Context: an optimization exercise on an open-source flow, tuned for small area, a short achievable clock period and few clock cycles per item. The choices shown serve that exercise and are no tape-out recipe. Only simulation tests tie the RTL to the original design; equivalence was not proved.

--- flow/run.sh ---
#!/bin/bash
# The standard layout (the standard.sh: standard synthesis, floorplan,
# placement, CTS, routing) with repair_timing asked to keep a larger setup
# margin, so that it sizes and buffers the longest paths further.
set -euo pipefail
bash standard.sh SETUP_SLACK_MARGIN=7.5 finish > standard.log 2>&1
--- config.mk ---
export PLATFORM = sky130hd
export DESIGN_NAME = aes_dp
export DESIGN_NICKNAME = aes_dp
export VERILOG_FILES = /design/flow/design.v
export SDC_FILE = /design/flow/constraint.sdc
export NUM_CORES = 8
export LEC_CHECK = 0
export CAP_MARGIN = 20
export CORE_MARGIN = 2
export CORE_UTILIZATION = 50
export PLACE_DENSITY = 0.6
export SLEW_MARGIN = 20
--- design.v ---
module aes_sb_mid (input wire [7:0] t, output wire [11:0] r);
  function automatic [1:0] m4(input [1:0] a, input [1:0] b);
    reg h; begin h = a[1] & b[1]; m4 = {((a[1] & b[0]) ^ (a[0] & b[1])) ^ h, (a[0] & b[0]) ^ h}; end
  endfunction
  function automatic [3:0] m16(input [3:0] a, input [3:0] b);
    reg [1:0] h, m, l; begin
      h = m4(a[3:2], b[3:2]); m = m4(a[3:2], b[1:0]) ^ m4(a[1:0], b[3:2]); l = m4(a[1:0], b[1:0]);
      m16 = {m ^ h, l ^ m4(h, 2'd3)};
    end
  endfunction
  function automatic [3:0] inv16(input [3:0] a);
    case (a)
      4'd0: inv16 = 4'd0;
      4'd1: inv16 = 4'd1;
      4'd2: inv16 = 4'd3;
      4'd3: inv16 = 4'd2;
      4'd4: inv16 = 4'd10;
      4'd5: inv16 = 4'd8;
      4'd6: inv16 = 4'd14;
      4'd7: inv16 = 4'd13;
      4'd8: inv16 = 4'd5;
      4'd9: inv16 = 4'd11;
      4'd10: inv16 = 4'd4;
      4'd11: inv16 = 4'd9;
      4'd12: inv16 = 4'd15;
      4'd13: inv16 = 4'd7;
      4'd14: inv16 = 4'd6;
      4'd15: inv16 = 4'd12;
    endcase
  endfunction
  function automatic [3:0] sqlam(input [3:0] a);
    case (a)
      4'd0: sqlam = 4'd0;
      4'd1: sqlam = 4'd8;
      4'd2: sqlam = 4'd4;
      4'd3: sqlam = 4'd12;
      4'd4: sqlam = 4'd13;
      4'd5: sqlam = 4'd5;
      4'd6: sqlam = 4'd9;
      4'd7: sqlam = 4'd1;
      4'd8: sqlam = 4'd11;
      4'd9: sqlam = 4'd3;
      4'd10: sqlam = 4'd15;
      4'd11: sqlam = 4'd7;
      4'd12: sqlam = 4'd6;
      4'd13: sqlam = 4'd14;
      4'd14: sqlam = 4'd2;
      4'd15: sqlam = 4'd10;
    endcase
  endfunction
  function automatic [3:0] sq(input [3:0] a);
    case (a)
      4'd0: sq = 4'd0;
      4'd1: sq = 4'd1;
      4'd2: sq = 4'd3;
      4'd3: sq = 4'd2;
      4'd4: sq = 4'd7;
      4'd5: sq = 4'd6;
      4'd6: sq = 4'd4;
      4'd7: sq = 4'd5;
      4'd8: sq = 4'd14;
      4'd9: sq = 4'd15;
      4'd10: sq = 4'd13;
      4'd11: sq = 4'd12;
      4'd12: sq = 4'd9;
      4'd13: sq = 4'd8;
      4'd14: sq = 4'd10;
      4'd15: sq = 4'd11;
    endcase
  endfunction
  wire [3:0] a1 = t[7:4], a0 = t[3:0];
  wire [3:0] d = sqlam(a1) ^ m16(a1, a0) ^ sq(a0);
  assign r = {a1, a0, inv16(d)};
endmodule
module aes_sb_mul (input wire [11:0] r, output wire [7:0] u);
  function automatic [1:0] m4(input [1:0] a, input [1:0] b);
    reg h; begin h = a[1] & b[1]; m4 = {((a[1] & b[0]) ^ (a[0] & b[1])) ^ h, (a[0] & b[0]) ^ h}; end
  endfunction
  function automatic [3:0] m16(input [3:0] a, input [3:0] b);
    reg [1:0] h, m, l; begin
      h = m4(a[3:2], b[3:2]); m = m4(a[3:2], b[1:0]) ^ m4(a[1:0], b[3:2]); l = m4(a[1:0], b[1:0]);
      m16 = {m ^ h, l ^ m4(h, 2'd3)};
    end
  endfunction
  assign u = {m16(r[11:8], r[3:0]), m16(r[11:8] ^ r[7:4], r[3:0])};
endmodule
module aes_sb_in (input wire [7:0] x, output wire [7:0] te, output wire [7:0] td);
  assign te[0] = x[0] ^ x[2] ^ x[5];
  assign te[1] = x[2] ^ x[4] ^ x[5] ^ x[6];
  assign te[2] = x[2] ^ x[3] ^ x[4] ^ x[5];
  assign te[3] = x[1] ^ x[2] ^ x[4];
  assign te[4] = x[1] ^ x[2] ^ x[3];
  assign te[5] = x[1] ^ x[4] ^ x[6] ^ x[7];
  assign te[6] = x[1] ^ x[2] ^ x[3] ^ x[4] ^ x[6] ^ x[7];
  assign te[7] = x[5] ^ x[7];
  assign td[0] = x[1] ^ x[5] ^ x[7];
  assign td[1] = ~(x[0] ^ x[2] ^ x[5] ^ x[6]);
  assign td[2] = ~(x[0] ^ x[3] ^ x[5] ^ x[6]);
  assign td[3] = ~(x[0] ^ x[4] ^ x[7]);
  assign td[4] = ~(x[1] ^ x[2] ^ x[3] ^ x[4] ^ x[5] ^ x[6] ^ x[7]);
  assign td[5] = x[3] ^ x[4] ^ x[5] ^ x[6];
  assign td[6] = ~(x[0] ^ x[1] ^ x[2] ^ x[3] ^ x[6] ^ x[7]);
  assign td[7] = x[1] ^ x[2] ^ x[6] ^ x[7];
endmodule
module aes_sb_ine (input wire [7:0] x, output wire [7:0] te);
  assign te[0] = x[0] ^ x[2] ^ x[5];
  assign te[1] = x[2] ^ x[4] ^ x[5] ^ x[6];
  assign te[2] = x[2] ^ x[3] ^ x[4] ^ x[5];
  assign te[3] = x[1] ^ x[2] ^ x[4];
  assign te[4] = x[1] ^ x[2] ^ x[3];
  assign te[5] = x[1] ^ x[4] ^ x[6] ^ x[7];
  assign te[6] = x[1] ^ x[2] ^ x[3] ^ x[4] ^ x[6] ^ x[7];
  assign te[7] = x[5] ^ x[7];
endmodule
module aes_sb_out (input wire [11:0] r, output wire [7:0] ye, output wire [7:0] yd);
  wire [7:0] u;
  aes_sb_mul u_mul (.r(r), .u(u));
  assign ye[0] = ~(u[0] ^ u[1] ^ u[7]);
  assign ye[1] = ~(u[0] ^ u[3] ^ u[4] ^ u[6]);
  assign ye[2] = u[0] ^ u[2] ^ u[6];
  assign ye[3] = u[0] ^ u[1] ^ u[6];
  assign ye[4] = u[0] ^ u[1] ^ u[2] ^ u[5] ^ u[7];
  assign ye[5] = ~(u[2] ^ u[4] ^ u[5] ^ u[6]);
  assign ye[6] = ~(u[4] ^ u[5] ^ u[7]);
  assign ye[7] = u[2] ^ u[3] ^ u[5];
  assign yd[0] = u[0] ^ u[2] ^ u[3] ^ u[4];
  assign yd[1] = u[4] ^ u[5] ^ u[6];
  assign yd[2] = u[1] ^ u[4] ^ u[6] ^ u[7];
  assign yd[3] = u[1] ^ u[4] ^ u[5] ^ u[7];
  assign yd[4] = u[1] ^ u[3] ^ u[5] ^ u[7];
  assign yd[5] = u[1] ^ u[2] ^ u[3] ^ u[6] ^ u[7];
  assign yd[6] = u[2] ^ u[4] ^ u[5] ^ u[7];
  assign yd[7] = u[1] ^ u[2] ^ u[3] ^ u[6];
endmodule
module aes_sb_oute (input wire [11:0] r, output wire [7:0] ye);
  wire [7:0] u;
  aes_sb_mul u_mul (.r(r), .u(u));
  assign ye[0] = ~(u[0] ^ u[1] ^ u[7]);
  assign ye[1] = ~(u[0] ^ u[3] ^ u[4] ^ u[6]);
  assign ye[2] = u[0] ^ u[2] ^ u[6];
  assign ye[3] = u[0] ^ u[1] ^ u[6];
  assign ye[4] = u[0] ^ u[1] ^ u[2] ^ u[5] ^ u[7];
  assign ye[5] = ~(u[2] ^ u[4] ^ u[5] ^ u[6]);
  assign ye[6] = ~(u[4] ^ u[5] ^ u[7]);
  assign ye[7] = u[2] ^ u[3] ^ u[5];
endmodule
module aes_dp (
  input  wire         clk,
  input  wire         rst,         
  input  wire         in_valid,
  output wire         in_ready,
  input  wire [1:0]   in_op,       
  input  wire         in_key256,   
  input  wire [255:0] in_key,
  input  wire [127:0] in_data,
  output reg          out_valid,
  output wire [127:0] out_data
);
  function automatic [7:0] xt(input [7:0] b);
    xt = {b[6:0], 1'b0} ^ (b[7] ? 8'h1b : 8'h00);
  endfunction
  function automatic [31:0] mix_col(input [31:0] c);
    reg [7:0] a0, a1, a2, a3;
    begin
      a0 = c[31:24]; a1 = c[23:16]; a2 = c[15:8]; a3 = c[7:0];
      mix_col[31:24] = xt(a0 ^ a1) ^ a1 ^ a2 ^ a3;
      mix_col[23:16] = xt(a1 ^ a2) ^ a2 ^ a3 ^ a0;
      mix_col[15:8]  = xt(a2 ^ a3) ^ a3 ^ a0 ^ a1;
      mix_col[7:0]   = xt(a3 ^ a0) ^ a0 ^ a1 ^ a2;
    end
  endfunction
  function automatic [31:0] pre_col(input [31:0] c);
    reg [7:0] a0, a1, a2, a3, u, v;
    begin
      a0 = c[31:24]; a1 = c[23:16]; a2 = c[15:8]; a3 = c[7:0];
      u = xt(xt(a0 ^ a2));
      v = xt(xt(a1 ^ a3));
      pre_col = {a0 ^ u, a1 ^ v, a2 ^ u, a3 ^ v};
    end
  endfunction
  function automatic [7:0] rcon_of(input [3:0] n);
    case (n)
      4'd1:  rcon_of = 8'h01;
      4'd2:  rcon_of = 8'h02;
      4'd3:  rcon_of = 8'h04;
      4'd4:  rcon_of = 8'h08;
      4'd5:  rcon_of = 8'h10;
      4'd6:  rcon_of = 8'h20;
      4'd7:  rcon_of = 8'h40;
      4'd8:  rcon_of = 8'h80;
      4'd9:  rcon_of = 8'h1b;
      4'd10: rcon_of = 8'h36;
      default: rcon_of = 8'h00;
    endcase
  endfunction
  function integer sr_src(input integer p);
    sr_src = (p % 4) + 4 * (((p / 4) + (p % 4)) % 4);
  endfunction
  function integer isr_src(input integer p);
    isr_src = (p % 4) + 4 * (((p / 4) - (p % 4) + 4) % 4);
  endfunction
  reg [127:0] ra, rout;      
  reg [191:0] rb;            
  reg [127:0] ka;            
  reg [255:0] ks, kw;
  reg [47:0]  kmid;          
  reg         grp;           
  reg [4:0]   gcnt;          
  reg         gdec;          
  reg         g256;          
  reg         s1;            
  reg         pk, pk_dec, pk_ra;    
  reg         pk_ev;         
  reg         pr, pr_dec;    
  reg         to_rout;       
  reg [3:0]   khs;
  reg         ksf;
  reg         k256;
  reg [3:0]   gkh;
  reg         kw256;
  reg         kdir_ld;       
  reg         kx_load, ks_swap;
  reg         k1_go, k1_ks, k1_fwd, k1_cv;
  reg [9:0]   k1_p;          
  reg         k2_go, k2_fwd, k2_cv;
  reg [7:0]   k2_rcon;
  reg         a_act, a_park, a_dec, a_first, a_last;
  wire        k1_rot  = k1_p[9];
  wire        k1_tinx = k1_p[8];
  reg         b_dec, b_fin;
  reg         rdy;
  assign in_ready = rdy;
  assign out_data = rout;
  genvar g;
  wire [127:0] mc = {mix_col(ra[127:96]), mix_col(ra[95:64]), mix_col(ra[63:32]), mix_col(ra[31:0])};
  wire [127:0] xa = (a_first ? ra : mc) ^ ka;
  wire [127:0] te, td;
  wire [191:0] rb_d;
  generate
    for (g = 0; g < 16; g = g + 1) begin : g_sa
      aes_sb_in u_in (.x(xa[127-8*g -: 8]), .te(te[127-8*g -: 8]), .td(td[127-8*g -: 8]));
    end
    for (g = 0; g < 16; g = g + 1) begin : g_sm
      wire [7:0]  t_d = (a_park && (g % 4 != 0)) ? td[127-8*g -: 8] : td[127-8*isr_src(g) -: 8];
      wire [7:0]  t   = a_dec ? t_d : te[127-8*sr_src(g) -: 8];
      aes_sb_mid u_mid (.t(t), .r(rb_d[191-12*g -: 12]));
    end
  endgenerate
  wire [127:0] ye, yd;
  generate
    for (g = 0; g < 16; g = g + 1) begin : g_sb
      aes_sb_out u_out (.r(rb[191-12*g -: 12]), .ye(ye[127-8*g -: 8]), .yd(yd[127-8*g -: 8]));
    end
  endgenerate
  wire [127:0] kb = kw[127:0];
  wire [127:0] qd = yd ^ kb;
  wire [127:0] y  = b_dec ? yd : ye;
  wire [127:0] pq = {pre_col(qd[127:96]), pre_col(qd[95:64]), pre_col(qd[63:32]), pre_col(qd[31:0])};
  wire [127:0] v  = b_dec ? pq : ye;
  function automatic [9:0] kparm(input [3:0] khp_i, input fwd, input aes256);
    reg [4:0] kh, t;
    begin
      kh = {1'b0, khp_i} - 5'd1;
      t  = fwd ? kh + 5'd2 : (aes256 ? kh : kh - 5'd1);
      kparm = {!aes256 || !t[0], !fwd && !aes256,
               !aes256 ? rcon_of(t[3:0]) : (t[0] ? 8'h00 : rcon_of({1'b0, t[3:1]}))};
    end
  endfunction
  wire [127:0] k1_b    = k1_ks ? ks[127:0] : kw[127:0];
  wire [31:0]  k_tin   = k1_tinx ? (k1_b[31:0] ^ k1_b[63:32]) : k1_b[31:0];
  wire [31:0]  k_rin   = k1_rot ? {k_tin[23:0], k_tin[31:24]} : k_tin;
  wire [47:0]  kmid_d;
  generate
    for (g = 0; g < 4; g = g + 1) begin : g_k1
      wire [7:0] kt;
      aes_sb_ine u_in (.x(k_rin[8*g +: 8]), .te(kt));
      aes_sb_mid u_mid (.t(kt), .r(kmid_d[12*g +: 12]));
    end
  endgenerate
  wire [31:0] k_sub;
  generate
    for (g = 0; g < 4; g = g + 1) begin : g_k2
      aes_sb_oute u_out (.r(kmid[12*g +: 12]), .ye(k_sub[8*g +: 8]));
    end
  endgenerate
  wire [31:0]  k_t    = k_sub ^ {k2_rcon, 24'h0};
  wire [127:0] kA = kw[255:128];
  wire [127:0] kB = kw[127:0];
  wire [127:0] k_base = k2_cv ? (k256 ? ks[255:128] : ks[127:0]) : (kw256 ? kA : kB);
  wire [31:0]  b0 = k_base[127:96], b1 = k_base[95:64], b2 = k_base[63:32], b3 = k_base[31:0];
  wire [127:0] k_n = k2_fwd ? {b0 ^ k_t, b0 ^ b1 ^ k_t, b0 ^ b1 ^ b2 ^ k_t, b0 ^ b1 ^ b2 ^ b3 ^ k_t}
                            : {b0 ^ k_t, b1 ^ b0, b2 ^ b1, b3 ^ b2};
  wire         k2_ks  = k2_go && k2_cv;     
  wire         k2_kw  = k2_go && !k2_cv;    
  wire       acc     = in_valid & rdy;
  wire       acc_key = acc & (in_op == 2'd2);
  wire       acc_blk = acc & ~in_op[1];
  wire       acc_dec = in_op[0];
  wire [4:0] last    = g256 ? 5'd28 : 5'd20;
  wire [3:0] nr_k    = k256 ? 4'd14 : 4'd10;
  wire [3:0] khs_s = ks_swap ? (ksf ? khs + 4'd1 : khs - 4'd1)
                   : (k2_ks ? (k2_fwd ? khs + 4'd1 : khs - 4'd1) : khs);
  wire       ksf_s = ks_swap ? !ksf : ksf;
  wire       ks_enc_s = ksf_s && (khs_s == 4'd1);
  wire       ks_dec_s = !ksf_s && (khs_s == nr_k + 4'd1);
  wire       ks_ok_e = ks_enc_s && !k1_cv;
  wire       ks_ok_d = ks_dec_s && !k1_cv;
  wire [3:0] gkh_s = kx_load ? (kdir_ld ? nr_k + 4'd1 : 4'd1)
                   : (k2_kw ? (k2_fwd ? gkh + 4'd1 : gkh - 4'd1) : gkh);
  reg        grp_n, gdec_n, g256_n, s1_n;
  reg [4:0]  gcnt_n, gcnt_c, last_n;
  reg        pk_n, pk_dec_n, pk_ra_n, pk_ev_n, pr_n, pr_dec_n, xin, xin_dec, xfer;
  reg        kx_load_n, ks_swap_n;
  reg        k1_go_n, k1_ks_n, k1_fwd_n, k1_cv_n;
  reg [9:0]  k1_p_n;
  reg        cv_want, cv_dec, cv_swap, cv_k1, cv_fwd, grp_k1;
  reg        a_act_n, a_park_n, a_dec_n, a_last_n;
  reg        rdy_n;
  reg        grp_c, s1_c, g_mid_n, x_join, x_start, p_start, start_n, start_dec;
  always @(*) begin
    cv_swap = 1'b0; cv_k1 = 1'b0; cv_fwd = 1'b1;
    cv_dec  = pk ? pk_dec : (pr && pr_dec);
    cv_want = !k1_cv && ((pk || pr) ? !(cv_dec ? ks_dec_s : ks_enc_s) : (!ksf_s && (khs_s == 4'd1)));
    if (!cv_dec) begin
      if (ksf_s) begin
        if (khs_s == 4'd0) cv_k1 = 1'b1;
        else cv_swap = 1'b1;
      end else if (khs_s > 4'd2) begin
        cv_k1 = 1'b1; cv_fwd = 1'b0;
      end else begin
        cv_swap = 1'b1;
      end
    end else begin
      if (ksf_s) begin
        if (khs_s == nr_k) cv_swap = 1'b1;
        else cv_k1 = 1'b1;
      end else begin
        cv_swap = 1'b1;
      end
    end
  end
  always @(*) begin
    grp_c   = grp && (gcnt != last);
    gcnt_c  = gcnt + 5'd1;
    s1_c    = (gcnt == 5'd0) ? (acc_blk && (acc_dec == gdec)) : s1;
    g_mid_n = grp_c && (gcnt_c != last);
    xfer    = pr && grp && (gcnt == last - 5'd1);
    xin     = (acc_blk && !to_rout) || xfer;
    xin_dec = xfer ? pr_dec : acc_dec;
    x_join  = acc_blk && !to_rout && grp && (gcnt == 5'd0) && (acc_dec == gdec);
    x_start = xin && !g_mid_n && (xin_dec ? ks_ok_d : ks_ok_e);
    p_start = pk && !pk_ra && !pk_ev && !g_mid_n && (pk_dec ? ks_ok_d : ks_ok_e);
    start_n = x_start || p_start;
    start_dec = xin ? xin_dec : pk_dec;
    pk_n = pk; pk_dec_n = pk_dec; pk_ra_n = !pk_ra; pk_ev_n = pk_ra ? pk_ev : !pk_ev;
    if (xin && !x_join && !x_start) begin
      pk_n = 1'b1; pk_dec_n = xin_dec; pk_ra_n = 1'b1; pk_ev_n = 1'b1;
    end else if (p_start) begin
      pk_n = 1'b0;
    end
    pr_n = (pr && !xfer) || (acc_blk && to_rout);
    pr_dec_n = pr ? pr_dec : acc_dec;
    if (start_n) begin
      grp_n = 1'b1; gcnt_n = 5'd0; gdec_n = start_dec; g256_n = k256; s1_n = 1'b0;
    end else begin
      grp_n = grp_c; gcnt_n = gcnt_c; gdec_n = gdec; g256_n = g256; s1_n = s1_c;
    end
    a_act_n = 1'b0; a_park_n = pk_n && pk_ra_n; a_dec_n = gdec || a_park_n; a_last_n = 1'b0;
    if (start_n) begin
      a_act_n = 1'b1; a_dec_n = start_dec;
    end else if (g_mid_n) begin
      if (!gcnt_c[0]) begin
        a_act_n = 1'b1; a_last_n = (gcnt_c == last - 5'd2);
      end else if (s1_c) begin
        a_act_n = 1'b1; a_last_n = (gcnt_c == last - 5'd1);
      end
    end
    grp_k1 = g_mid_n && (gdec ? (gcnt_c[0] && gcnt_c <= last - 5'd3)
                            : (!gcnt_c[0] && gcnt_c <= last - 5'd4));
    kx_load_n = start_n;
    ks_swap_n = 1'b0;
    k1_go_n = 1'b0; k1_ks_n = 1'b0; k1_fwd_n = 1'b1; k1_cv_n = 1'b0;
    k1_p_n  = kparm(gkh_s, !gdec, g256);
    if (start_n) begin
      k1_go_n = !start_dec; k1_ks_n = 1'b1;
      k1_p_n  = {1'b1, 1'b0, k256 ? 8'h01 : 8'h02};
    end else if (grp_k1) begin
      k1_go_n = 1'b1; k1_fwd_n = !gdec;
    end else if (cv_want && !acc_key) begin
      ks_swap_n = cv_swap;
      k1_go_n = cv_k1; k1_ks_n = 1'b1; k1_fwd_n = cv_fwd; k1_cv_n = cv_k1;
      k1_p_n  = kparm(khs_s, cv_fwd, k256);
    end
    last_n = g256_n ? 5'd28 : 5'd20;
    rdy_n  = !pk_n && !pr_n;
  end
  wire [127:0] ks_h_s = (ks_swap || k2_ks) ? ks[127:0] : ks[255:128];
  wire [127:0] kw_h_s = kx_load ? ks[255:128] : (k2_kw ? kB : kA);
  wire         ka_ks  = !g_mid_n;
  wire         ka_0   = gdec && (gcnt_c != 5'd1);
  always @(posedge clk) begin
    rb   <= rb_d;
    ra   <= (rdy && !to_rout) ? in_data : (xfer ? rout : v);
    ka   <= a_park_n ? 128'h0 : (ka_ks ? ks_h_s : (ka_0 ? 128'h0 : kw_h_s));
    if (rdy && to_rout)  rout <= in_data;
    else if (!pr || xfer) rout <= y ^ kb;
    kmid <= kmid_d;
    if (kx_load)    kw <= ks;
    else if (k2_kw) kw <= {kB, k_n};
    if (acc_key)      ks <= in_key;
    else if (ks_swap) ks <= {ks[127:0], ks[255:128]};
    else if (k2_ks)   ks <= {ks[127:0], k_n};
    k2_rcon <= k1_p[7:0];
    k2_fwd  <= k1_fwd;
    if (rst) begin
      grp <= 1'b0; gcnt <= 5'd0; gdec <= 1'b0; g256 <= 1'b0; s1 <= 1'b0;
      pk <= 1'b0; pk_dec <= 1'b0; pk_ra <= 1'b0; pk_ev <= 1'b0;
      pr <= 1'b0; pr_dec <= 1'b0; to_rout <= 1'b0;
      khs <= 4'd1; ksf <= 1'b1; k256 <= 1'b0; kdir_ld <= 1'b0;
      gkh <= 4'd0; kw256 <= 1'b0;
      kx_load <= 1'b0; ks_swap <= 1'b0;
      k1_go <= 1'b0; k1_ks <= 1'b0; k1_fwd <= 1'b0; k1_cv <= 1'b0; k1_p <= 10'd0;
      k2_go <= 1'b0; k2_cv <= 1'b0;
      a_act <= 1'b0; a_park <= 1'b0; a_dec <= 1'b0; a_first <= 1'b0; a_last <= 1'b0;
      b_dec <= 1'b0; b_fin <= 1'b0;
      rdy <= 1'b1;
      out_valid <= 1'b0;
    end else begin
      grp <= grp_n; gcnt <= gcnt_n; gdec <= gdec_n; g256 <= g256_n; s1 <= s1_n;
      pk <= pk_n; pk_dec <= pk_dec_n; pk_ra <= pk_ra_n; pk_ev <= pk_ev_n;
      pr <= pr_n; pr_dec <= pr_dec_n;
      to_rout <= grp_n && (gcnt_n != 5'd0) && (gcnt_n < last_n - 5'd1);
      if (acc_key) begin
        khs <= 4'd1; ksf <= in_key256; k256 <= in_key256;
      end else begin
        khs <= khs_s; ksf <= ksf_s;
      end
      kdir_ld <= start_dec;
      gkh <= gkh_s;
      if (kx_load) kw256 <= k256;
      kx_load <= kx_load_n; ks_swap <= ks_swap_n;
      k1_go <= k1_go_n; k1_ks <= k1_ks_n; k1_fwd <= k1_fwd_n; k1_cv <= k1_cv_n && !acc_key;
      k1_p <= k1_p_n;
      k2_go <= k1_go && !(k1_cv && acc_key); k2_cv <= k1_cv;
      a_act <= a_act_n; a_park <= a_park_n; a_dec <= a_dec_n;
      a_first <= !g_mid_n || (gcnt_c == 5'd1) || a_park_n; a_last <= a_last_n;
      b_dec <= a_dec && !a_park; b_fin <= a_act && a_last;
      rdy <= rdy_n;
      out_valid <= b_fin;
    end
  end
endmodule
--- constraint.sdc ---
create_clock -name core_clock -period 12.0 [get_ports {clk}]
set_input_delay 2.4000 -clock core_clock [delete_from_list [all_inputs] [get_ports {clk}]]
set_output_delay 2.4000 -clock core_clock [all_outputs]
set_load 0.01 [all_outputs]
--- standard.sh ---
#!/bin/bash
# synth_recipe.tcl (not shown) runs the flow's synth.tcl, then flattens the netlist and writes it again
# the make line also repeats each setting of config.mk as NAME=value (left out here)
make -C /OpenROAD-flow-scripts/flow DESIGN_CONFIG=/design/flow/config.mk WORK_HOME=/design/flow/orfs CLKGATE_MAP_FILE= SYNTH_SCRIPT=/design/flow/synth_recipe.tcl "${@:-finish}"
==> impl_metrics.yaml, run 1 <==
clock_tree:
  clock-root-buffer: "clkbuf_16"
  clockBufferDepth: 3
  cts_max_level: 4
  clk_latency_ns: 0.84
  clock_sinks: 1200
  numCtsBuffers: 145
  clk_pin_slew_ns: 0.06
  cts_tree: "yes"
  cts_hold_buf: 0
timing:
  max_slew_margin_pct: 19.4
  post-route-period-util_pct: 37.5
  max_freq_ghz: 0.222
  tightest_slew_ns: 1.21
  rsz0062_at_grt: "yes"
  finalHoldViolations: 0
  slew_viol_final: 0
  fin_skew_ns: 0.0426
  setup_viol: 0
  finalCriticalPeriod_ns: 4.50
  holdWs_ns: 0.323
  setup-tns-final_ns: 0
setup_path:
  critical_path.endpoint_type: "register"
  cp_max_fo: 7
  worstPathRequired_ns: 12.77
  crit_type: "reg -> reg"
  cp-startpoint: "ra[31]"
  r2r_cells: 16
  r2r_start: "ra[31]"
  reg2reg_to: "rb[36]"
  r2r_slack_ns: 7.50
  critPathArrivalTime_ns: 5.27
  start_kind: "register"
floorplanning:
  row_count: 165
  dieArea_um2: 208000
  core_um2: 203000
  fp.dieW_um: 456
  die_y_um: 456
  initial_utilization_pct: 50.4
  pin_count: 520
drt:
  num_vias: 95700
  post_drt_wl_per_cell_um: 28.7
  route.detailed.drc: 0
  avgViaCountPerCell: 6.13
  antenna_left: 0
  routed_wl_um: 448000
  drtIter0Drc: 14000
  first_pass_iters: 9
synth:
  avgSynthCellArea_um2: 8.21
  syn-num-nets: 12900
  yosys.area.top_type_share_pct: 18.8
  synth_area_leaders: "edfxtp_1 (19%), xnor2_1 (16%), dfxtp_1 (11%)"
  seq_area_frac_synth_pct: 29.8
  ys_types: 108
  synthArstFlopShare_pct: 0
  synth_cells: 12400
  synth_seq_cells: 1200
  yosys_warnings: 3
  synth_most_common_cell: "nand2_1"
  syn_area_um2: 102000
  synth_common_cells: "nand2_1 (1991), xnor2_1 (1828), a21oi_1 (1243), nor2_1 (1172), o21ai_0 (932)"
  synth_edf_count: 640
  synth_top_area_cell: "edfxtp_1"
  synth-main-ff-cell: "edfxtp_1"
layout:
  drive_above_1_share_pct: 13.5
  nets: 13300
  fillerInstances: 17600
  syn2layout_area_growth_pct: 20.3
place:
  dp_hpwl_um: 334000
  place_congestion: 1.08
  port_buffers: 519
hold_path:
  hp-class: "reg -> reg"
  holdPathStages: 0
  min_from: "k1_fwd"
  min_to: "k2_fwd"
global_routing:
  gr-usage-all-layers_pct: 40.7
  grt-ovfl-total: 0
  antenna_found_initial: 30
  grt_pass1_wl_um: 619000
  grt_pass1_vias: 87100
  grt_max_degree: 243
flow_run:
  max_cap_violations: 0
run_status:
  status: "finished clean"
==> what timing repair did <==
item | in CTS | in global routing
setup buffers | 157 | 191
gates cloned | 6 | 5
resized for setup | 487 | 476
endpoints found under the setup margin | 487 | 344
pin swaps | 64 | 127
==> cell families after synthesis <==
group	count (synthesis)	share of synthesized area, %
AND/OR/NAND/NOR	3694	14.7
flip-flops	1200	29.8
multiplexers	513	5.30
XOR/XNOR	3009	29.3
AO/OA/AOI/OAI	2884	16.0
adder cells (fa/ha/maj)	62	0.767
buffers and inverters	1073	4.06
==> placed cells by master, fill, tap and decap left out, drive strengths merged, types with 18 or more instances in the layout <==
master / n
nand2: 1993
xnor2: 1871
a21oi: 1252
nor2: 1177
o21ai: 999
xor2: 926
edfxtp: 640
dfxtp: 560
clkdlybuf4s50: 518
buf: 465
mux2i: 374
inv: 308
clkbuf: 207
a211oi: 175
xnor3: 168
mux2: 134
nor3: 133
nand2b: 121
a22oi: 97
nand3: 93
ha: 61
o211ai: 57
o22ai: 51
nor2b: 46
o31ai: 45
xor3: 44
clkinv: 43
and3: 24
or3: 24
a2bb2oi: 24
a31oi: 24
and2: 22
nor3b: 22
a21o: 18
==> flip-flops by register name, summed over array words and instances (netlist names), 4 cells and up <==
name     flops
ks         256
kw         256
rb         192
ka         128
ra         128
rout       128
kmid        48
k1_p        10
k2_rcon      8
gcnt         5
gkh          4
khs          4
==> through the flow <==
| stage | setup slack (ns) | instances | area, um2 | util, % |
|---|---|---|---|---|
| 6_report | 7.50 | 15600 | 123000 | 60.6 |
| 5_1_grt | 7.31 | 15600 | 123000 | 60.6 |
| 4_1_cts | 7.32 | 15400 | 118000 | 58.4 |
| 3_5_place_dp | 5.36 | 15000 | 109000 | 53.7 |
| 3_3_place_gp | 5.45 | 15000 | 109000 | 53.7 |
| 2_1_floorplan | 7.50 | 12400 | 102000 | - |
==> how the worst max path moves through the flow <==
| stage | end | depth (start not counted) |
|---|---|---|
| 6_report | rb[36] | 16 |
| 5_1_grt | rb[108] | 16 |
| 4_1_cts | rb[108] | 17 |
| 2_1_floorplan | ks[0] | 4 |
| 3_5_place_dp | ks[138] | 5 |
| 3_3_place_gp | ks[10] | 5 |
==> cell type report <==
class	count	area [um2]	area share [%]
multi-input combinational	10200	73200	59.7
tap	2672	3340	2.72
inverter	307	1170	0.954
timing repair buffer	989	9520	7.76
clock inverter	61	636	0.518
antenna	12	30.0	0.0245
sequential	1200	30600	25.0
clock buffer	202	4200	3.42
==> per-layer routing <==
layer / share of wire, % / vias up / GRT usage [%]
li1: - / 42500 / -
met2: 42 / 5872 / 59.4
met1: 38 / 46200 / 54.3
met3: 12 / 1056 / 10.4
met4: 7.2 / 18 / 24.1
met5: 0.027 / - / 0
==> worst max-delay path: stages (launching register included) <==
cell and delay (ns):
dfxtp_2 0.42, xnor2_4 0.32, buf_4 0.17, xor2_1 0.37, mux2i_1 0.32, xnor2_2 0.23
buf_4 0.19, xnor2_1 0.12, o21ai_0 0.32, xor2_2 0.23, or3_1 0.38, o21ai_0 0.08
a22o_1 0.27, xor2_2 0.23, ha_1 0.27, mux4_2 0.46, inv_1 0.06
Testbench counts, summed over its fixed seeds: cycles 22,591, blocks 1,732.
==> inputs of run 2 (changes only) <==
--- a/design.v
+++ b/design.v
@@ -203,3 +203,2 @@
   reg [191:0] rb;            
-  reg [127:0] ka;            
   reg [255:0] ks, kw;
@@ -226,3 +225,3 @@
   reg [7:0]   k2_rcon;
-  reg         a_act, a_park, a_dec, a_first, a_last;
+  reg         a_act, a_park, a_dec, a_first, a_last, a_kks, a_kkw;
   wire        k1_rot  = k1_p[9];
@@ -235,2 +234,3 @@
   wire [127:0] mc = {mix_col(ra[127:96]), mix_col(ra[95:64]), mix_col(ra[63:32]), mix_col(ra[31:0])};
+  wire [127:0] ka = ({128{a_kks}} & ks[255:128]) | ({128{a_kkw}} & kw[255:128]);
   wire [127:0] xa = (a_first ? ra : mc) ^ ka;
@@ -396,4 +396,2 @@
   end
-  wire [127:0] ks_h_s = (ks_swap || k2_ks) ? ks[127:0] : ks[255:128];
-  wire [127:0] kw_h_s = kx_load ? ks[255:128] : (k2_kw ? kB : kA);
   wire         ka_ks  = !g_mid_n;
@@ -403,3 +401,2 @@
     ra   <= (rdy && !to_rout) ? in_data : (xfer ? rout : v);
-    ka   <= a_park_n ? 128'h0 : (ka_ks ? ks_h_s : (ka_0 ? 128'h0 : kw_h_s));
     if (rdy && to_rout)  rout <= in_data;
@@ -424,2 +421,3 @@
       a_act <= 1'b0; a_park <= 1'b0; a_dec <= 1'b0; a_first <= 1'b0; a_last <= 1'b0;
+      a_kks <= 1'b0; a_kkw <= 1'b0;
       b_dec <= 1'b0; b_fin <= 1'b0;
@@ -446,2 +444,4 @@
       a_first <= !g_mid_n || (gcnt_c == 5'd1) || a_park_n; a_last <= a_last_n;
+      a_kks <= !a_park_n && ka_ks;
+      a_kkw <= !a_park_n && !ka_ks && !ka_0;
       b_dec <= a_dec && !a_park; b_fin <= a_act && a_last;
==> flow/run.sh (replaced) <==
#!/bin/bash
# The standard layout (the standard.sh: standard synthesis, floorplan,
# placement, CTS, routing) with two changes to how it is made:
# - repair_timing is asked to keep a larger setup margin, so that it sizes
#   and buffers the longest paths further;
# - the buffer that every input and output port gets is a buf_1 rather than
#   the cell buffer_ports picks by default (a delay buffer).
set -euo pipefail
bash standard.sh SETUP_SLACK_MARGIN=7.5 "BUFFER_PORTS_ARGS=-buffer_cell sky130_fd_sc_hd__buf_1" finish > standard.log 2>&1
--- a/config.mk
+++ b/config.mk
@@ -10,3 +10,5 @@
 export CORE_UTILIZATION = 50
+export CTS_CLUSTER_DIAMETER = 80
+export CTS_CLUSTER_SIZE = 30
 export PLACE_DENSITY = 0.6
-export SLEW_MARGIN = 20
+export SLEW_MARGIN = 40
==> impl_metrics.yaml, run 2 <==
hold_path:
  holdPathStages: 0
  hp-class: "reg -> reg"
  min_from: "k1_p[0]"
  min_to: "k2_rcon[0]"
synth:
  synth_most_common_cell: "xnor2_1"
  synth_edf_count: 640
  ys_types: 109
  synth_cells: 11100
  syn_area_um2: 95900
  synthArstFlopShare_pct: 0
  seq_area_frac_synth_pct: 29.1
  yosys_warnings: 3
  avgSynthCellArea_um2: 8.67
  synth_common_cells: "xnor2_1 (1723), nand2_1 (1653), xor2_1 (996), nor2_1 (825), a21oi_1 (793)"
  synth_seq_cells: 1074
  synth_top_area_cell: "edfxtp_1"
  yosys.area.top_type_share_pct: 20.0
  synth-main-ff-cell: "edfxtp_1"
  synth_area_leaders: "edfxtp_1 (20%), xnor2_1 (16%), xor2_1 (9.1%)"
  syn-num-nets: 11500
flow_run:
  max_cap_violations: 0
floorplanning:
  pin_count: 520
  fp.dieW_um: 442
  core_um2: 190000
  dieArea_um2: 195000
  die_y_um: 442
  initial_utilization_pct: 50.4
  row_count: 160
timing:
  max_freq_ghz: 0.214
  worst_slack_ns: 7.33
  tightest_slew_ns: 0.948
  post-route-period-util_pct: 38.9
  fin_skew_ns: 0.0649
  slew_viol_final: 0
  rsz0062_at_grt: "yes"
  setup-tns-final_ns: 0
  max_slew_margin_pct: 36.8
  holdWs_ns: 0.328
  finalHoldViolations: 0
  finalCriticalPeriod_ns: 4.67
  setup_viol: 0
setup_path:
  r2r_start: "ra[47]"
  crit_type: "reg -> reg"
  critPathArrivalTime_ns: 5.34
  cp_max_fo: 7
  worstPathRequired_ns: 12.66
  critical_path.endpoint_type: "register"
  start_kind: "register"
  reg2reg_to: "rb[96]"
  r2r_slack_ns: 7.33
  r2r_cells: 16
drt:
  num_vias: 86800
  post_drt_wl_per_cell_um: 28.2
  antenna_left: 0
  first_pass_iters: 7
  routed_wl_um: 401000
  route.detailed.drc: 0
  avgViaCountPerCell: 6.10
  drtIter0Drc: 11300
layout:
  syn2layout_area_growth_pct: 19.9
  final_cell_area_um2: 115000
  final_cell_mix: "nand2_1 (1649), xnor2_1 (1436), nor2_1 (807), xor2_1 (772), a21oi_1 (740)"
  nets: 12100
  reg_top3: "ks: 256 flops, kw: 256 flops, rb: 192 flops"
  final_common_cell: "nand2_1"
  drive_above_1_share_pct: 19.1
  fin_cells: 14200
  fillerInstances: 16400
  final_core_util_pct: 60.4
clock_tree:
  cts_max_level: 3
  clock_sinks: 1074
  clk_pin_slew_ns: 0.11
  numCtsBuffers: 92
  cts_tree: "yes"
  clk_latency_ns: 0.82
  clock-root-buffer: "clkbuf_16"
  clockBufferDepth: 3
run_status:
  status: "finished clean"
place:
  place_ws_ns: 5.82
  port_buffers: 519
  dpl.cell_count: 13600
  place_area_um2: 100000
  place_congestion: 1.05
  dp_hpwl_um: 299000
global_routing:
  grt_max_degree: 187
  antenna_found_initial: 39
  grt_pass1_vias: 79600
  grt_pass1_wl_um: 560000
  grt-ovfl-total: 0
  gr-usage-all-layers_pct: 38.8
-- run 2: cell count changes in the layout (fill, tap and decap cells not counted), sizes merged, moves of 222 or more --
cell / delta
buf: +674
clkdlybuf4s50: -518
a21oi: -454
nor2: -351
nand2: -340
o21ai: -222
-- run 2: final cells by class --
type / count / area [um2] / area share [%]
antenna: 16 / 40.0 / 0.0348
clock buffer: 99 / 2390 / 2.08
clock inverter: 75 / 1140 / 0.990
inverter: 172 / 658 / 0.572
multi-input combinational: 9138 / 71600 / 62.3
sequential: 1074 / 28300 / 24.6
tap: 2511 / 3140 / 2.73
timing repair buffer: 1151 / 7790 / 6.77
-- run 2: per-layer routing --
layer | routed length, um | GRT usage [%] | vias up
met5 | 311 | 0.293 | -
li1 | - | - | 38800
met1 | 156000 | 51.8 | 42400
met4 | 27700 | 22.2 | 32
met3 | 46600 | 9.62 | 840
met2 | 170000 | 57.2 | 4768
-- run 2: repair_timing --
item,4_1_cts,5_1_grt
resized for setup,738,562
buffers inserted,214,250
pin swaps,125,199
setup endpoints to repair,250,173
gates cloned,9,3
hold buffers,0,0
-- run 2: cells by family after synthesis --
logic type | after synthesis | share of synthesized area (%)
AOI/OAI and AO/OA | 2345 | 14.6
DFF | 1074 | 29.1
adders and majority gates | 62 | 0.816
xor gates and xnor gates | 2998 | 31.2
and+or+nand+nor | 3071 | 13.4
buffers and inverters | 854 | 3.54
muxes | 662 | 7.40
-- run 2: worst max-delay path: stages (launching register included) --
cell and delay (ns):
dfxtp_4 0.45, xnor3_4 0.55, xnor2_4 0.17, o21ai_4 0.23, xnor2_2 0.16, xnor3_2 0.52
xnor2_4 0.18, a222oi_1 0.63, buf_4 0.29, inv_2 0.08, nor3_2 0.16, a21oi_2 0.05
o22ai_2 0.21, xnor2_2 0.14, ha_2 0.20, a211o_1 0.29, a22o_1 0.20
-- run 2: worst max path at each step --
stage,start,endpoint,slack (ns),depth (start not counted)
after global placement,in_op[0],ks[152],5.87,5
after global routing,ra[47],rb[96],7.24,16
final,ra[47],rb[96],7.33,16
after floorplan,ra[0],rb[0],7.51,18
after detailed placement,k1_p[8],kmid[12],5.82,17
after CTS,ra[57],rb[96],7.37,16
Testbench counts of run 2, summed over its fixed seeds: cycles 22,591, blocks 1,732.
==> inputs of run 3 (changes only) <==
--- a/config.mk
+++ b/config.mk
@@ -10,4 +10,2 @@
 export CORE_UTILIZATION = 50
-export CTS_CLUSTER_DIAMETER = 80
-export CTS_CLUSTER_SIZE = 30
 export PLACE_DENSITY = 0.6
==> impl_metrics.yaml, run 3 <==
synth:
  synth-main-ff-cell: "edfxtp_1"
  yosys.area_share.xor_xnor_pct: 31.2
  synth_cells: 11100
  synthAdderAreaFrac_pct: 0.816
  synth-simple-area-share_pct: 13.4
  synth-compound-area-share_pct: 14.6
  synth_top_area_cell: "edfxtp_1"
  synth_common_cells: "xnor2_1 (1723), nand2_1 (1653), xor2_1 (996), nor2_1 (825), a21oi_1 (793)"
  synth_edf_count: 640
  synth_area_leaders: "edfxtp_1 (20%), xnor2_1 (16%), xor2_1 (9.1%)"
  synth.mux.area_fraction_pct: 7.40
  synthArstFlopShare_pct: 0
  seq_area_frac_synth_pct: 29.1
  synth_most_common_cell: "xnor2_1"
  synth_top_family_by_area: "XOR/XNOR gates"
  yosys_warnings: 3
  syn_area_um2: 95900
  syn-num-nets: 11500
  ys_types: 109
  yosys.area.top_type_share_pct: 20.0
  synth_seq_cells: 1074
  avgSynthCellArea_um2: 8.67
timing:
  worst_slack_ns: 7.40
  holdWs_ns: 0.327
  setup_viol: 0
  setup-tns-final_ns: 0
  tightest_slew_ns: 1.10
  post-route-period-util_pct: 38.3
  fin_skew_ns: 0.0355
  slew_viol_final: 0
  finalHoldViolations: 0
  max_slew_margin_pct: 26.5
  rsz0062_at_grt: "yes"
  max_freq_ghz: 0.218
  finalCriticalPeriod_ns: 4.60
setup_path:
  start_kind: "register"
  critPathTopFamily: "compound AO/OA/AOI/OAI gates"
  critPathArrivalTime_ns: 5.31
  r2r_slack_ns: 7.40
  cp_max_fo: 18
  crit_top_cell: "xnor2_4"
  path_buf_inv: 3
  critical_path.endpoint_type: "register"
  crit_type: "reg -> reg"
  crit_chain: "buf_16, a22oi_1, xnor2_4, xor2_2, xnor2_1, xnor2_2, o211ai_1, and2_4, buf_4, nor2_1, or3_4, xnor2_4, inv_2, ha_4, nand2_2, a22o_1"
  worstPathRequired_ns: 12.71
  crit_slowest_cell: "a22oi_1"
  max_stage_delay_ns: 0.77
drt:
  num_vias: 87000
  avgViaCountPerCell: 6.08
  first_pass_iters: 6
  post_drt_wl_per_cell_um: 28.2
  drtIter0Drc: 11500
  routed_wl_um: 403000
  route.detailed.drc: 0
  antenna_left: 0
clock_tree:
  cts_max_level: 4
  clockBufferDepth: 3
  numCtsBuffers: 138
  clk_pin_slew_ns: 0.06
  cts_tree: "yes"
  clock-root-buffer: "clkbuf_16"
  clk_latency_ns: 0.84
  clock_sinks: 1074
  cts_hold_buf: 0
floorplanning:
  dieArea_um2: 195000
  initial_utilization_pct: 50.4
  pin_count: 520
  row_count: 160
  fp.dieW_um: 442
  core_um2: 190000
  die_y_um: 442
layout:
  regArea_um2: 28200
  drive_above_1_share_pct: 19.3
  final_common_cell: "nand2_1"
  multi_input_area_um2: 71800
  reg_top3: "ks: 256 flops, kw: 256 flops, rb: 192 flops"
  syn2layout_area_growth_pct: 21.1
  nets: 12100
  fillerInstances: 16300
  final_cell_mix: "nand2_1 (1645), xnor2_1 (1435), nor2_1 (810), xor2_1 (770), a21oi_1 (740)"
global_routing:
  grt-ovfl-total: 0
  antenna_found_initial: 36
  grt_pass1_vias: 79900
  grt_max_degree: 187
  gr-usage-all-layers_pct: 39.1
  grt_pass1_wl_um: 561000
hold_path:
  hp-class: "reg -> reg"
run_status:
  status: "finished clean"
place:
  place_ws_ns: 5.82
  place_congestion: 1.05
  port_buffers: 519
  dp_hpwl_um: 299000
flow_run:
  max_cap_violations: 0
run 3: cell counts after synthesis:
No cell type changed its count.
run 3: routing by layer:
metal,part of all wire [%],track usage [%],wire length (um),vias up
met4,7.0,23.1,28300,32
met1,39,51.8,156000,42400
met3,12,10.0,47100,901
met2,42,57.2,171000,4819
met5,0.062,0,250,-
li1,-,-,-,38900
run 3: layout make-up:
class                      count  share of cell area [%]
multi-input combinational   9140                    61.8
inverter                     172                   0.567
timing repair buffer        1146                    6.72
clock inverter                62                   0.526
sequential                  1074                    24.3
antenna                       11                  0.0237
clock buffer                 190                    3.36
tap                         2511                    2.70
run 3: what timing repair did:
action / CTS / global route
endpoints found under the setup margin: 248 / 176
gates resized for setup: 742 / 563
pin swaps: 132 / 182
setup buffers: 211 / 243
cloned: 10 / 7
run 3: cells by family after synthesis:
kind of cell	after synthesis
adders and majority gates	62
muxes	662
xor gates and xnor gates	2998
AOI/OAI and AO/OA	2345
buffers and inverters	854
and+or+nand+nor	3071
DFF	1074
run 3: metrics by stage:
stage               instances  util, %  instance area (um2)
floorplan               11100        -                96000
global placement        13500     52.3                99500
detailed placement      13600     52.6               100000
CTS                     14000     58.1               111000
global route            14300     61.0               116000
finish                  14300     61.0               116000
run 3: worst paths after layout:
kind / from / end / depth (start not counted)
worst min register to register: k1_p[3] / k2_rcon[3] / 0
worst max register to register: a_kks / rb[75] / 16
worst min-delay path: k1_p[3] / k2_rcon[3] / 0
worst max-delay path: a_kks / rb[75] / 16
==> inputs of run 4 (changes only) <==
--- a/config.mk
+++ b/config.mk
@@ -10,2 +10,4 @@
 export CORE_UTILIZATION = 50
+export CTS_CLUSTER_DIAMETER = 70
+export CTS_CLUSTER_SIZE = 35
 export PLACE_DENSITY = 0.6
==> impl_metrics.yaml, run 4 <==
run_status:
  status: "finished clean"
layout:
  final_cell_area_um2: 115000
  drive_above_1_share_pct: 19.0
  fillerInstances: 16400
  final_cell_mix: "nand2_1 (1647), xnor2_1 (1439), nor2_1 (815), xor2_1 (779), a21oi_1 (737)"
  reg_top3: "ks: 256 flops, kw: 256 flops, rb: 192 flops"
  regArea_um2: 28300
  nets: 12100
  syn2layout_area_growth_pct: 20.1
  multi_input_area_um2: 71600
  final_common_cell: "nand2_1"
place:
  place_congestion: 1.05
  dp_hpwl_um: 299000
  port_buffers: 519
  place_area_um2: 100000
setup_path:
  r2r_cells: 16
  critical_path.endpoint_type: "register"
  worstPathRequired_ns: 12.69
  r2r_slack_ns: 7.39
  cp_max_fo: 8
  start_kind: "register"
  critPathArrivalTime_ns: 5.30
  r2r_start: "ra[56]"
  crit_type: "reg -> reg"
  reg2reg_to: "rb[96]"
hold_path:
  min_from: "k1_fwd"
  min_to: "k2_fwd"
  holdPathStages: 0
  hp-class: "reg -> reg"
drt:
  route.detailed.drc: 0
  drtIter0Drc: 11300
  num_vias: 86900
  routed_wl_um: 401000
  post_drt_wl_per_cell_um: 28.1
  first_pass_iters: 6
  antenna_left: 0
  avgViaCountPerCell: 6.09
timing:
  max_slew_margin_pct: 35.8
  tightest_slew_ns: 0.963
  fin_skew_ns: 0.0489
  max_freq_ghz: 0.217
  holdWs_ns: 0.327
  finalHoldViolations: 0
  slew_viol_final: 0
  setup_viol: 0
  rsz0062_at_grt: "yes"
  setup-tns-final_ns: 0
  finalCriticalPeriod_ns: 4.61
  post-route-period-util_pct: 38.4
floorplanning:
  die_y_um: 442
  dieArea_um2: 195000
  initial_utilization_pct: 50.4
  pin_count: 520
  fp.dieW_um: 442
  core_um2: 190000
  row_count: 160
synth:
  synth_most_common_cell: "xnor2_1"
  syn-num-nets: 11500
  avgSynthCellArea_um2: 8.67
  yosys.area.top_type_share_pct: 20.0
  synth-main-ff-cell: "edfxtp_1"
  syn_area_um2: 95900
  synthArstFlopShare_pct: 0
  synth_common_cells: "xnor2_1 (1723), nand2_1 (1653), xor2_1 (996), nor2_1 (825), a21oi_1 (793)"
  ys_types: 109
  synth_cells: 11100
  seq_area_frac_synth_pct: 29.1
  synth_area_leaders: "edfxtp_1 (20%), xnor2_1 (16%), xor2_1 (9.1%)"
  yosys_warnings: 3
  synth_edf_count: 640
  synth_top_area_cell: "edfxtp_1"
  synth_seq_cells: 1074
global_routing:
  gr-usage-all-layers_pct: 38.8
  grt_pass1_wl_um: 559000
  grt-ovfl-total: 0
  grt_max_degree: 187
  antenna_found_initial: 32
  grt_pass1_vias: 79600
clock_tree:
  cts_hold_buf: 0
  clk_latency_ns: 0.81
  cts_tree: "yes"
  clock_sinks: 1074
  clock-root-buffer: "clkbuf_16"
  clockBufferDepth: 3
  clk_pin_slew_ns: 0.09
  cts_max_level: 3
  numCtsBuffers: 107
flow_run:
  max_cap_violations: 0
## run 4: cell counts after synthesis
Identical to the previous run, type by type.
## run 4: worst max path at each step
stage,start,endpoint,slack (ns),depth (start not counted)
floorplan,ra[0],rb[0],7.51,18
global placement,in_op[0],ks[152],5.87,5
detailed placement,k1_p[8],kmid[12],5.82,17
CTS,ra[56],rb[96],7.40,16
global route,ra[56],rb[96],7.30,15
finish,ra[56],rb[96],7.39,16
## run 4: worst max-delay path, stage by stage, from the launching register on
cell and delay, ns:
dfxtp_2 0.42, xnor3_1 0.43, xor2_1 0.24, mux2i_4 0.16, xnor2_1 0.56, xor2_2 0.20
xor2_1 0.25, a222oi_1 0.69, buf_4 0.29, nor2_1 0.10, a21oi_1 0.12, nand2_1 0.06
o21ai_0 0.11, o211ai_1 0.17, xnor2_2 0.22, a211o_1 0.27, a22o_1 0.20
## run 4: cell type report
| class | instances | share of cell area, % |
|---|---|---|
| Clock inverter | 83 | 0.878 |
| Multi-Input combinational cell | 9139 | 62.1 |
| Tap cell | 2511 | 2.73 |
| Inverter | 172 | 0.569 |
| Timing Repair Buffer | 1147 | 6.67 |
| Clock buffer | 121 | 2.47 |
| Sequential cell | 1074 | 24.5 |
| Antenna cell | 13 | 0.0282 |
## run 4: per-layer routing
layer	part of all wire, %	GRT usage [%]	wire length, um	vias to the layer above
li1	-	-	-	38800
met5	0.042	0	168	-
met1	39	51.7	156000	42500
met4	7.0	22.7	28200	22
met3	12	9.61	47500	828
met2	42	56.9	169000	4740
## run 4: logic make-up (layout without fill, tap and decap cells)
kind of cell	Yosys count	in the layout	share of synthesized area, %
compound gates	2345	2346	14.6
mux	662	662	7.40
buf+inv	854	1523	3.54
flops	1074	1074	29.1
fa+ha+maj	62	62	0.816
simple gates	3071	3071	13.4
xor+xnor	2998	2998	31.2
other cells	0	13	0
## run 4: per-stage QoR
stage	setup WS (ns)	utilization [%]	std cells
6_report	7.39	60.5	14300
2_1_floorplan	7.51	-	11100
3_3_place_gp	5.87	52.3	13500
3_5_place_dp	5.82	52.6	13600
5_1_grt	7.30	60.5	14300
4_1_cts	7.40	57.6	14000
## run 4: timing repair
item / in CTS / in global routing
pin swaps: 123 / 156
setup buffers: 205 / 251
gates cloned: 7 / 5
gates resized for setup: 718 / 558
setup endpoints to repair: 243 / 178
==> inputs of run 5 (changes only) <==
--- a/flow/run.sh
+++ b/flow/run.sh
@@ -8,2 +8,2 @@
 set -euo pipefail
-bash standard.sh SETUP_SLACK_MARGIN=7.5 "BUFFER_PORTS_ARGS=-buffer_cell sky130_fd_sc_hd__buf_1" finish > standard.log 2>&1
+bash standard.sh SETUP_SLACK_MARGIN=7.4 "BUFFER_PORTS_ARGS=-buffer_cell sky130_fd_sc_hd__buf_1" finish > standard.log 2>&1
--- a/config.mk
+++ b/config.mk
@@ -10,4 +10,4 @@
 export CORE_UTILIZATION = 50
-export CTS_CLUSTER_DIAMETER = 70
-export CTS_CLUSTER_SIZE = 35
+export CTS_CLUSTER_DIAMETER = 80
+export CTS_CLUSTER_SIZE = 30
 export PLACE_DENSITY = 0.6
==> impl_metrics.yaml, run 5 <==
synth:
  synth_area_leaders: "edfxtp_1 (20%), xnor2_1 (16%), xor2_1 (9.1%)"
  yosys_warnings: 3
  ys_types: 109
  synth_most_common_cell: "xnor2_1"
  yosys.area.top_type_share_pct: 20.0
  synth_seq_cells: 1074
  synth_common_cells: "xnor2_1 (1723), nand2_1 (1653), xor2_1 (996), nor2_1 (825), a21oi_1 (793)"
  synth_edf_count: 640
  syn_area_um2: 95900
  synth_top_area_cell: "edfxtp_1"
  synthArstFlopShare_pct: 0
  seq_area_frac_synth_pct: 29.1
  syn-num-nets: 11500
  synth_cells: 11100
  synth-main-ff-cell: "edfxtp_1"
  avgSynthCellArea_um2: 8.67
timing:
  setup-tns-final_ns: 0
  rsz0062_at_grt: "yes"
  max_slew_margin_pct: 32.1
  setup_viol: 0
  slew_viol_final: 0
  fin_skew_ns: 0.0727
  max_freq_ghz: 0.213
  finalCriticalPeriod_ns: 4.69
  tightest_slew_ns: 1.01
  post-route-period-util_pct: 39.1
  worst_slack_ns: 7.31
  finalHoldViolations: 0
setup_path:
  cp_max_fo: 24
  start_kind: "register"
  crit_type: "reg -> reg"
  worstPathRequired_ns: 12.66
  crit_chain: "buf_12, buf_16, a22oi_2, xor2_2, buf_4, xnor2_2, xor2_1, mux2i_4, clkinvlp_4, nor3_1, a2111oi_0, o211a_1, o31ai_2, xor2_2, mux4_2"
  crit_slowest_cell: "a22oi_2"
  max_stage_delay_ns: 0.58
  critical_path.endpoint_type: "register"
  critPathArrivalTime_ns: 5.35
  crit_top_cell: "xor2_2"
layout:
  syn2layout_area_growth_pct: 17.5
  reg_top3: "ks: 256 flops, kw: 256 flops, rb: 192 flops"
  nets: 12000
  final_common_cell: "nand2_1"
  fin_cells: 14100
  final_cell_mix: "nand2_1 (1649), xnor2_1 (1468), nor2_1 (815), xor2_1 (797), a21oi_1 (743)"
  final_cell_area_um2: 113000
  drive_above_1_share_pct: 16.9
global_routing:
  antenna_found_initial: 23
  grt_max_degree: 147
  grt_pass1_wl_um: 554000
  grt-ovfl-total: 0
  gr-usage-all-layers_pct: 38.5
  grt_pass1_vias: 78800
floorplanning:
  core_um2: 190000
  pin_count: 520
  row_count: 160
  dieArea_um2: 195000
  fp.dieW_um: 442
  die_y_um: 442
  initial_utilization_pct: 50.4
drt:
  post_drt_wl_per_cell_um: 28.0
  drtIter0Drc: 10700
  avgViaCountPerCell: 6.05
  routed_wl_um: 395000
  antenna_left: 0
  first_pass_iters: 6
  route.detailed.drc: 0
  num_vias: 85300
place:
  dpl.cell_count: 13600
  place_congestion: 1.02
  port_buffers: 519
  dp_hpwl_um: 301000
  place_ws_ns: 5.99
  place_area_um2: 100000
clock_tree:
  cts_max_level: 3
  cts_tree: "yes"
  clk_latency_ns: 0.84
  clk_pin_slew_ns: 0.11
  clockBufferDepth: 3
  clock-root-buffer: "clkbuf_16"
  clock_sinks: 1074
  numCtsBuffers: 95
  cts_hold_buf: 0
flow_run:
  max_cap_violations: 0
run_status:
  status: "finished clean"
hold_path:
  hp-class: "reg -> reg"
==> run 5: cell type report <==
cell class	count	area, um2
diodes	13	32.5
well taps	2511	3140
repair buffers	1026	6430
multi-input cells	9140	70600
inverters	172	657
flip-flops and latches	1074	28100
fillers	16700	77600
clock inverters	79	1310
clock buffers	101	2480
==> run 5: logic make-up (layout without fill, tap and decap cells) <==
| group | after synthesis | count (layout) | share of synthesized area (%) |
|---|---|---|---|
| simple gates | 3071 | 3072 | 13.4 |
| other cells | 0 | 13 | 0 |
| buf+inv | 854 | 1378 | 3.54 |
| flops | 1074 | 1074 | 29.1 |
| fa+ha+maj | 62 | 62 | 0.816 |
| mux | 662 | 662 | 7.40 |
| compound gates | 2345 | 2345 | 14.6 |
| xor+xnor | 2998 | 2999 | 31.2 |
==> run 5: worst paths after layout <==
path / end / slack, ns / cells after the start / from
max: rb[168] / 7.31 / 15 / a_kks
min: k2_rcon[5] / 0.34 / 0 / k1_p[5]
max reg2reg: rb[168] / 7.31 / 15 / a_kks
min reg2reg: k2_rcon[5] / 0.34 / 0 / k1_p[5]
==> run 5: metrics by stage <==
step                      hold WS, ns  util [%]
after detailed placement        0.315      52.6
after global placement          0.314      52.3
after floorplan                 0.310         -
after CTS                       0.339      57.0
after global routing            0.352      59.2
final                           0.337      59.2
==> run 5: per-layer routing <==
layer	GRT usage [%]	part of all wire [%]
met3	8.49	11
met1	51.9	40
met5	0	0.011
met2	57.3	43
met4	21.1	6.5
==> run 5: timing repair <==
action / in CTS / in global routing
buffers inserted: 128 / 193
pin swaps: 73 / 99
gates cloned: 2 / 5
resized for setup: 591 / 442
setup endpoints to repair: 131 / 152
==> run 5: critical path, delay by kind of cell, from the launching register on <==
kind	cells	cell delay (ns)
compound gates	4	1.14
xor+xnor	4	0.88
buf+inv	4	0.86
flops	1	0.46
mux	2	0.92
simple gates	1	0.22
==> inputs of run 6 (changes only) <==
--- a/config.mk
+++ b/config.mk
@@ -9,6 +9,6 @@
 export CORE_MARGIN = 2
-export CORE_UTILIZATION = 50
+export CORE_UTILIZATION = 60
 export CTS_CLUSTER_DIAMETER = 80
 export CTS_CLUSTER_SIZE = 30
-export PLACE_DENSITY = 0.6
+export PLACE_DENSITY = 0.7
 export SLEW_MARGIN = 40
==> impl_metrics.yaml, run 6 <==
timing:
  slew_viol_final: 0
  finalHoldViolations: 0
  rsz0062_at_grt: "yes"
  post-route-period-util_pct: 40.7
  tightest_slew_ns: 0.959
  fin_skew_ns: 0.0839
  max_freq_ghz: 0.205
  setup_viol: 0
  max_slew_margin_pct: 34.2
  setup-tns-final_ns: 0
  finalCriticalPeriod_ns: 4.89
synth:
  seq_area_frac_synth_pct: 29.1
  yosys.area_share.xor_xnor_pct: 31.2
  synth_top_area_cell: "edfxtp_1"
  ys_types: 109
  synthAdderAreaFrac_pct: 0.816
  syn-num-nets: 11500
  synth_cells: 11100
  synthArstFlopShare_pct: 0
  synth_edf_count: 640
  synth_most_common_cell: "xnor2_1"
  synth_top_family_by_area: "XOR/XNOR gates"
  synth-simple-area-share_pct: 13.4
  syn_area_um2: 95900
  yosys_warnings: 3
  yosys.area.top_type_share_pct: 20.0
  synth_area_leaders: "edfxtp_1 (20%), xnor2_1 (16%), xor2_1 (9.1%)"
  synth_seq_cells: 1074
  synth-main-ff-cell: "edfxtp_1"
  synth.mux.area_fraction_pct: 7.40
  avgSynthCellArea_um2: 8.67
  synth-compound-area-share_pct: 14.6
  synth_common_cells: "xnor2_1 (1723), nand2_1 (1653), xor2_1 (996), nor2_1 (825), a21oi_1 (793)"
place:
  dp_hpwl_um: 288000
  port_buffers: 519
  place_area_um2: 99300
  place_congestion: 1.08
drt:
  post_drt_wl_per_cell_um: 28.1
  first_pass_iters: 9
  avgViaCountPerCell: 6.40
  num_vias: 87500
  routed_wl_um: 385000
  antenna_left: 0
  drtIter0Drc: 13100
  route.detailed.drc: 0
layout:
  drive_above_1_share_pct: 16.6
  reg_top3: "ks: 256 flops, kw: 256 flops, rb: 192 flops"
  fillerInstances: 12400
  final_cell_area_um2: 111000
  nets: 12000
  final_cell_mix: "nand2_1 (1647), xnor2_1 (1466), nor2_1 (814), xor2_1 (813), a21oi_1 (747)"
  final_common_cell: "nand2_1"
  syn2layout_area_growth_pct: 16.1
clock_tree:
  numCtsBuffers: 79
  clk_pin_slew_ns: 0.10
  clockBufferDepth: 3
  clk_latency_ns: 0.78
  clock-root-buffer: "clkbuf_16"
  clock_sinks: 1074
  cts_max_level: 3
  cts_hold_buf: 0
  cts_tree: "yes"
floorplanning:
  initial_utilization_pct: 60.5
  core_um2: 159000
  row_count: 146
  pin_count: 520
  die_y_um: 404
  dieArea_um2: 163000
  fp.dieW_um: 404
hold_path:
  hp-class: "reg -> reg"
global_routing:
  gr-usage-all-layers_pct: 44.8
  antenna_found_initial: 19
  grt_max_degree: 213
  grt_pass1_wl_um: 537000
  grt_pass1_vias: 78900
  grt-ovfl-total: 0
setup_path:
  crit_slowest_cell: "xor2_1"
  crit_type: "reg -> reg"
  critPathArrivalTime_ns: 5.51
  critical_path.endpoint_type: "register"
  max_stage_delay_ns: 0.61
  crit_chain: "buf_4, xnor3_1, xnor2_2, o21ai_0, xor2_2, buf_4, xnor2_1, xor2_1, a22oi_1, o21ai_2, nand2_1, a21boi_0, o211ai_1, xor2_2, inv_1, ha_2, a211o_1, a22o_1"
  worstPathRequired_ns: 12.62
  cp_max_fo: 8
  start_kind: "register"
flow_run:
  max_cap_violations: 0
run_status:
  status: "finished clean"
==> run 6: timing repair <==
action	4_1_cts	5_1_grt
pin swaps	87	141
gates resized for setup	522	457
buffers inserted	161	224
endpoints found under the setup margin	148	258
gates cloned	3	2
==> run 6: area by class of cell <==
class	instances	area (um2)	area share [%]
multi-input cells	9138	70100	62.9
repair buffers	1064	6800	6.10
clock inverters	60	960	0.861
flip-flops and latches	1074	28100	25.3
inverters	172	663	0.595
well taps	2072	2590	2.33
diodes	8	20.0	0.0180
clock buffers	87	2120	1.91
==> run 6: critical path, delay by kind of cell (launching register included) <==
| family | cells | cell delay, ns |
|---|---|---|
| xor gates and xnor gates | 6 | 1.97 |
| AOI/OAI and AO/OA | 7 | 1.55 |
| adders and majority gates | 1 | 0.18 |
| buffers and inverters | 3 | 0.46 |
| DFF | 1 | 0.42 |
| and+or+nand+nor | 1 | 0.15 |
==> run 6: cell families (layout without fill, tap and decap cells) <==
kind of cell | after synthesis | count (layout)
fa+ha+maj | 62 | 62
simple gates | 3071 | 3071
xor+xnor | 2998 | 2998
compound gates | 2345 | 2345
mux | 662 | 662
buf+inv | 854 | 1383
other cells | 0 | 8
flops | 1074 | 1074
==> run 6: path summary, 6_finish.rpt <==
check	start	end	slack [ns]	cells past startpoint
worst min-delay path	k1_fwd	k2_fwd	0.34	0
worst max register to register	ra[33]	rb[96]	7.11	18
worst max-delay path	ra[33]	rb[96]	7.11	18
worst min register to register	k1_fwd	k2_fwd	0.34	0
==> run 6: routing by layer <==
metal / wire length (um) / up-vias / share of wire, % / global-route usage (%)
met5: 103 / - / 0.027 / 0
met4: 26200 / 14 / 6.8 / 25.0
met3: 58000 / 1038 / 15 / 15.4
met2: 157000 / 5969 / 41 / 62.9
met1: 144000 / 41900 / 37 / 60.0
li1: - / 38600 / - / -
==> run 6: metrics by stage <==
step / std cells / utilization (%) / hold slack, ns / setup slack, ns
detailed placement: 13100 / 62.7 / 0.312 / 6.02
finish: 13700 / 70.3 / 0.336 / 7.11
floorplan: 11100 / - / 0.310 / 7.49
global route: 13700 / 70.3 / 0.345 / 6.93
global placement: 13100 / 62.3 / 0.312 / 6.07
CTS: 13400 / 67.4 / 0.338 / 7.21

what the ideal ports hide:
The flow's constraints put no driver on any port. The routed layouts listed below were extracted and timed again, unchanged, in two steps.
Step 1 sets driving cells, clkbuf_16 on the clock port and buf_2 on the other inputs (assumed; they add their load-dependent delay and slew).
Step 2 adds t to the input delays and takes it off the output delays; t is the mean of the earliest and latest rising clock arrival at the registers after step 1. Input paths then give back, and output paths get back, about the clock's delay inside the block.
Three values: ideal, step 1, step 2; two values: the first two.
run | t (ns) | setup slack, ns | worst slew at a driven data input, ns | pins driven straight from the clock port
run 1 | 0.917 | 7.502 / 7.409 / 6.721 | 0.24 | 1
run 2 | 0.883 | 7.326 / 7.326 / 6.791 | 0.21 | 1
run 3 | 0.919 | 7.403 / 7.403 / 6.807 | 0.21 | 1
run 4 | 0.887 | 7.392 / 7.392 / 6.767 | 0.21 | 1
run 5 | 0.904 | 7.309 / 7.309 / 6.838 | 0.24 | 1
run 6 | 0.836 | 7.113 / 7.113 / 6.967 | 0.18 | 1
After both steps setup and hold are still met in every run listed. The setup slack of run 1, which loses most, moves by -0.093 ns with the drivers and by -0.781 ns with both steps.
